What follows belongs to an exercise in optimizing a design on an open flow for small area and a short achievable clock period; a production flow would make more cautious choices. In this exercise RTL edits were held to simulation tests only and were not proved equivalent to the original. No activity file was given, so power comes from the tool's default toggle rates.

==> run R <==
## tally_fmul
module tally_fmul (
    input  wire        clk,
    input  wire        rst,         
    input  wire        in_valid,
    input  wire [31:0] in_a,
    input  wire [31:0] in_b,
    input  wire [2:0]  in_rm,       
    output reg         out_valid,
    output reg  [31:0] out_res,
    output reg  [4:0]  out_flags    
);
==> flow/config.mk <==
export PLATFORM = sky130hd
export DESIGN_NAME = tally_fmul
export DESIGN_NICKNAME = tally_fmul
export VERILOG_FILES = /design/flow/design.v
export SDC_FILE = /design/flow/constraint.sdc
export NUM_CORES = 4
export LEC_CHECK = 0
export CAP_MARGIN = 20
export CORE_MARGIN = 2
export CORE_UTILIZATION = 40
export CTS_CLUSTER_DIAMETER = 100
export CTS_CLUSTER_SIZE = 16
export SLEW_MARGIN = 20
==> flow/constraint.sdc <==
create_clock -name core_clock -period 18.0 [get_ports {clk}]
set_input_delay 3.6000 -clock core_clock [delete_from_list [all_inputs] [get_ports {clk}]]
set_output_delay 3.6000 -clock core_clock [all_outputs]
set_load 0.01 [all_outputs]
standard.sh (not shown) runs the stock make flow with config.mk's settings and CLKGATE_MAP_FILE= SYNTH_SCRIPT=/design/flow/synth_recipe.tcl, a recipe that flattens the netlist after the stock synthesis.
==> flow/flow/run.sh <==
#!/bin/bash
set -euo pipefail
WORK=$(cd "$(dirname "$0")/.." && pwd)
cd "$WORK"
R=$WORK/orfs/results/sky130hd/tally_fmul/base
LIB=$FLOW_HOME/platforms/sky130hd/lib/sky130_fd_sc_hd__tt_025C_1v80.lib
MARGIN=${MARGIN:-13.4}

bash standard.sh synth > "$WORK/log_synth.txt" 2>&1
cp "$R/1_2_yosys.v" "$R/1_2_yosys_standard.v"
python3 "$WORK/flow/fixpol.py" "$LIB" "$R/1_2_yosys_standard.v" "$R/1_2_yosys.v" > "$WORK/log_fixpol.txt" 2>&1
rm -f "$R/1_synth.odb" "$R/1_synth.sdc"

bash standard.sh "BUFFER_PORTS_ARGS=-buffer_cell sky130_fd_sc_hd__buf_2" \
    "SETUP_SLACK_MARGIN=$MARGIN" \
    finish > "$WORK/log_layout.txt" 2>&1
test -f "$WORK/out/final.def"
Other scripts of this flow, unchanged in this note and not shown: flow/flow/fixpol.py
==> inputs of run K, as changes to run R <==
--- a/flow/flow/run.sh
+++ b/flow/flow/run.sh
@@ -11,7 +11,7 @@
 python3 "$WORK/flow/fixpol.py" "$LIB" "$R/1_2_yosys_standard.v" "$R/1_2_yosys.v" > "$WORK/log_fixpol.txt" 2>&1
 rm -f "$R/1_synth.odb" "$R/1_synth.sdc"
 
-bash standard.sh "BUFFER_PORTS_ARGS=-buffer_cell sky130_fd_sc_hd__buf_2" \
+bash standard.sh "BUFFER_PORTS_ARGS=-buffer_cell sky130_fd_sc_hd__buf_1" \
     "SETUP_SLACK_MARGIN=$MARGIN" \
     finish > "$WORK/log_layout.txt" 2>&1
 test -f "$WORK/out/final.def"
- CTS_CLUSTER_SIZE: 16 -> 20
==> inputs of run M, as changes to run R <==
--- a/flow/flow/run.sh
+++ b/flow/flow/run.sh
@@ -4,7 +4,7 @@
 cd "$WORK"
 R=$WORK/orfs/results/sky130hd/tally_fmul/base
 LIB=$FLOW_HOME/platforms/sky130hd/lib/sky130_fd_sc_hd__tt_025C_1v80.lib
-MARGIN=${MARGIN:-13.4}
+MARGIN=${MARGIN:-13.5}
 
 bash standard.sh synth > "$WORK/log_synth.txt" 2>&1
 cp "$R/1_2_yosys.v" "$R/1_2_yosys_standard.v"
==> comparison <==
- Run K passed the timing, design-rule and antenna checks. Run R completed without violations. Run M finished clean.
- Register-to-register slack: run K is worse than run M (0.09 ns).
- Worst setup slack, lowest first: run K, run R, run M.
- The lowest cell count belongs to run K, the highest to run M.
- Flip-flop and latch count is the same in run R and run K.
- Between run M and run R, the lower non-clock buffer count is in run R (gap 10).
- In synthesized area, run R and run M do not differ.
- Power, highest first: run R, run M, run K.
- Clock power: run R > run M > run K.
- Synthesized cell count is the same in run M and run K.
- Against run R, the first-iteration DRC count of run K is lower by about 0.75%.
==> figures <==
                                                                       run R      run M      run K
Run status                                          timing/DRC/antenna clean  timing/DRC/antenna clean  timing/DRC/antenna clean
Transition time of the tightest slew-check pin                      0.926 ns    1.07 ns   0.925 ns
Wire length the detailed router placed on met1                     33,500 um  33,400 um  33,300 um
Reg2reg end                                                          c1r[15]        sd1    s1r[22]
Fraction of power consumed by sequential logic                         18.7%      18.9%      19.0%
Met3 layer wire length in the routed design                          9000 um    8960 um    8850 um
DR WL met2                                                         41,300 um  42,700 um  41,300 um
Worst hold slack                                                    0.328 ns   0.329 ns   0.330 ns
Number of vias per cell                                                 5.86       5.93       5.91
Post-detailed-placement half-perimeter wirelength                  60,500 um  61,200 um  61,800 um
Clk pin slew, worst setup/hold paths                                 0.07 ns    0.07 ns    0.08 ns
Number of antenna diodes                                                   0          1          0
Combinational cell power                                             3580 uW    3550 uW    3570 uW
Clock-net power                                                       525 uW     519 uW     497 uW
Max stage delay on crit path                                         0.31 ns    0.31 ns    0.32 ns
Final wirelength                                                   88,600 um  90,100 um  88,000 um
Number of antenna violations at the first check in global routing          0          2          1
Achievable Freq                                                      218 MHz    218 MHz    217 MHz
Final Wtd Congestion                                                   0.918      0.937      0.958
Placed Instances                                                       3,629      3,627      3,634
Total power consumption of the routed design                         5050 uW    5030 uW    5020 uW

[afterwards: timing with drivers on the ports]
The results above use ideal ports. As a check the final layouts listed here were re-extracted and re-timed, cells and wires unchanged.
Step 1: set_driving_cell puts a clkbuf_16 on clk and a buf_2 on each other input, an assumption about the parent block.
Step 2, shift: input delay + t, output delay - t, t = (earliest + latest rising clock arrival at the registers) / 2. This alone moves slack from input paths to output paths.
Slacks: no drivers / after step 1 / after step 2; pairs: no drivers / after step 1.
run	shift t [ns]	setup slack, ns	slew at the worst register clock pin (ns)
run R	0.625	13.405 / 13.346 / 13.459	0.08 / 0.08
run K	0.619	13.393 / 13.329 / 13.433	0.08 / 0.08
run M	0.627	13.411 / 13.349 / 13.520	0.08 / 0.08
After both steps setup and hold are still met in every run listed.
